Background: an optimization exercise with open tools, aiming at small area, a short achievable clock period and few clock cycles. Do not read the settings as production practice. Where RTL was checked, it was by simulation tests only, not by an equivalence proof against the original. Power is estimated from default activity; no workload was simulated.

==> flow/design.v (excerpt) <==
module crc_units (
    input  wire        clk,
    input  wire        rst,
    input  wire        req,
    input  wire        we,
    input  wire [7:0]  addr,      
    input  wire [31:0] wdata,
    output wire        ready,
    output reg  [31:0] rdata,     
    input  wire [4:0]  bound
);
    localparam integer NUNITS = 5;
    localparam [3:0] R_CTRL    = 4'h0;
    localparam [3:0] R_SEED_LO = 4'h1;
    localparam [3:0] R_SEED_HI = 4'h2;
    localparam [3:0] R_DIN     = 4'h3;
    localparam [3:0] R_RES_LO  = 4'h4;
    localparam [3:0] R_RES_HI  = 4'h5;
    wire [3:0] unit_idx = addr[7:4];
    wire [3:0] reg_idx  = addr[3:0];
    wire       unit_hit = (unit_idx < 4'd5) && (reg_idx <= R_RES_HI);
    wire       err_hit  = (addr == 8'h80);
    wire [NUNITS-1:0] busy;
    wire [NUNITS-1:0] unit_sel;
    genvar k;
    generate
        for (k = 0; k < NUNITS; k = k + 1) begin : g_sel
            assign unit_sel[k] = unit_hit && (unit_idx == k);
        end
    endgenerate
    wire busy_hit = (unit_idx == 4'd0 && busy[0]) || (unit_idx == 4'd1 && busy[1]) ||
                    (unit_idx == 4'd2 && busy[2]) || (unit_idx == 4'd3 && busy[3]) ||
  ...
Size in the first run: roughly 2700 cells after synthesis, ~370 flip-flops, roughly 82 I/O pins, roughly 25000 um2 of cells after synthesis.
clock: 7.0 ns
lec_check: 0
cap_margin: 20
core_margin: 2
core_utilization: 50
cts_buf_list: sky130_fd_sc_hd__clkbuf_8
cts_cluster_size: 30
setup_slack_margin: 2.2
slew_margin: 20
tns_end_percent: 10
standard.sh (not shown) runs the stock make flow with config.mk's settings and CLKGATE_MAP_FILE= SYNTH_SCRIPT=/design/flow/synth_recipe.tcl, a recipe that flattens the netlist after the stock synthesis.
==> flow/flow/run.sh <==
#!/bin/bash
# The standard layout, with the port buffers made from plain buffers
# (buffer_ports -buffer_cell) and timing repair free to change a cell's
# footprint when it sizes it.
set -euo pipefail
export BUFFER_PORTS_ARGS="-buffer_cell sky130_fd_sc_hd__buf_2"
bash standard.sh MATCH_CELL_FOOTPRINT=0 finish > standard_flow.log 2>&1
Testbench counts at the start, summed over its fixed seeds: cycles 25,557.
Next try:
CORE_UTILIZATION = 40   (was 50)
Outcome: The changed run finished clean; die area goes up by 25%; sequential cell count stays the same; cell count goes up by 4.5%; worst setup slack gains 61 ps; global-route usage goes down by 9.2 points; count of clock-buffer cells in the layout goes up by 11.
Next try:
CORE_UTILIZATION = 55   (was 40)
SETUP_SLACK_MARGIN = 2.5   (was 2.2)
What happened: Via count climbs by a few percent. Critical path depth climbs by 2. Register-to-register slack is better by 410 ps. Total power drops slightly. Sequential share of layout area drops by 0.16 points. Sequential power stays flat.
Next try:
CORE_UTILIZATION = 40   (was 55)
SETUP_SLACK_MARGIN = 3   (was 2.5)
After rerunning: Total power rises by a few percent; area after synthesis does not change; die area rises by well over a third; sequential share of layout area is lower by 1.6 points; final cell count grows by a little under a tenth.
Next try:
CORE_UTILIZATION = 55   (was 40)
SETUP_SLACK_MARGIN = 2.2   (was 3)
Final area goes down by about 8%.
Hold slack is about the same.
Cell count goes down by about 9%.
Synthesized cell count does not change.
Via count barely changes.
Register-to-register slack is worse by 790 ps.
Utilization goes up by 13 points.
Routed wire length goes down by about 11%.

---

crc_units, a different RTL version from the one above (not shown whole).
For scale: roughly 3,400 cells after synthesis, about 82 I/O pins.
Settings: LEC_CHECK=0, CAP_MARGIN=20, CORE_MARGIN=2, CORE_UTILIZATION=40, SETUP_SLACK_MARGIN=3, SLEW_MARGIN=20; clock period 7.0 ns.
==> flow/flow/run.sh <==
#!/bin/bash
# The standard layout, with the port buffers made from plain buffers
# (buffer_ports -buffer_cell) so that timing repair can size them.
set -euo pipefail
export BUFFER_PORTS_ARGS="-buffer_cell sky130_fd_sc_hd__buf_2"
bash standard.sh > standard_flow.log 2>&1
The first run ran to the end with no violations.
Change:
==> flow/run.sh (new file) <==
#!/bin/bash
# synth_recipe.tcl (not shown) runs the flow's synth.tcl, then flattens the netlist and writes it again
# the make line also repeats each setting of config.mk as NAME=value (left out here)
make -C /OpenROAD-flow-scripts/flow DESIGN_CONFIG=/design/flow/config.mk WORK_HOME=/design/flow/orfs CLKGATE_MAP_FILE= SYNTH_SCRIPT=/design/flow/synth_recipe.tcl finish
removed: flow/flow/run.sh
removed: flow/standard.sh
Outcome:
- global-route usage shrinks by 0.22 points
- via count grows by 1.9%
- routed wire length stays flat
- area after synthesis does not change
- design area grows by 3.1%
- total power grows by 2.2%
- first-iteration DRC count grows by 14%
- cell count grows by 2.0%
Change:
SETUP_SLACK_MARGIN = unset   (was 3)
Global-route usage came out lower by 2.4 points.
Setup slack degrades by 1.5 ns.
Routed wire length falls by 7.7%.
Power decreases by 11%.
Area after synthesis is unchanged.
Clock skew stays flat.
Via count went down by 6.5%.
Core utilization decreases by 7.4 points.
No run of this note included a check of the RTL's function; only the layout flow was run.

## port drivers added, routing unchanged
In the flow no input, the clock included, has a driving cell. The finished layouts below were timed again as built, in two steps. Step 1, drivers: a clkbuf_16 drives clk and a buf_2 each remaining input, both assumed. Step 2, shift: input delay + t, output delay - t, t = (earliest + latest rising clock arrival at the registers) / 2. This alone moves slack from input paths to output paths. a / b / c = no drivers / after step 1 / after step 2; a / b = the first two.
run	t (ns)	slack for setup (ns)	worst hold slack (ns)	latest minus earliest clock arrival (ns)
the first run of note 1	0.727	2.044 / 1.991 / 1.456	0.457 / 0.457 / 0.457	0.030 / 0.030
the second run of note 1	0.734	2.105 / 2.079 / 1.425	0.459 / 0.459 / 0.459	0.035 / 0.036
the third run of note 1	0.750	2.246 / 2.198 / 1.625	0.456 / 0.456 / 0.456	0.044 / 0.045
the fourth run of note 1	0.737	2.349 / 2.295 / 1.819	0.458 / 0.458 / 0.458	0.046 / 0.046
the fifth run of note 1	0.730	2.003 / 1.959 / 1.296	0.458 / 0.458 / 0.458	0.037 / 0.037
the first run of note 2	0.675	2.141 / 2.059 / 2.059	0.453 / 0.453 / 0.453	0.023 / 0.023
the second run of note 2	0.649	2.212 / 2.121 / 2.121	0.450 / 0.450 / 0.450	0.030 / 0.031
the third run of note 2	0.657	0.744 / 0.658 / 0.658	0.451 / 0.451 / 0.451	0.031 / 0.031
After both steps every run listed still meets setup and hold. For the fifth run of note 1, which loses most, drivers alone change the setup slack by -0.044 ns; drivers and shift together by -0.707 ns.
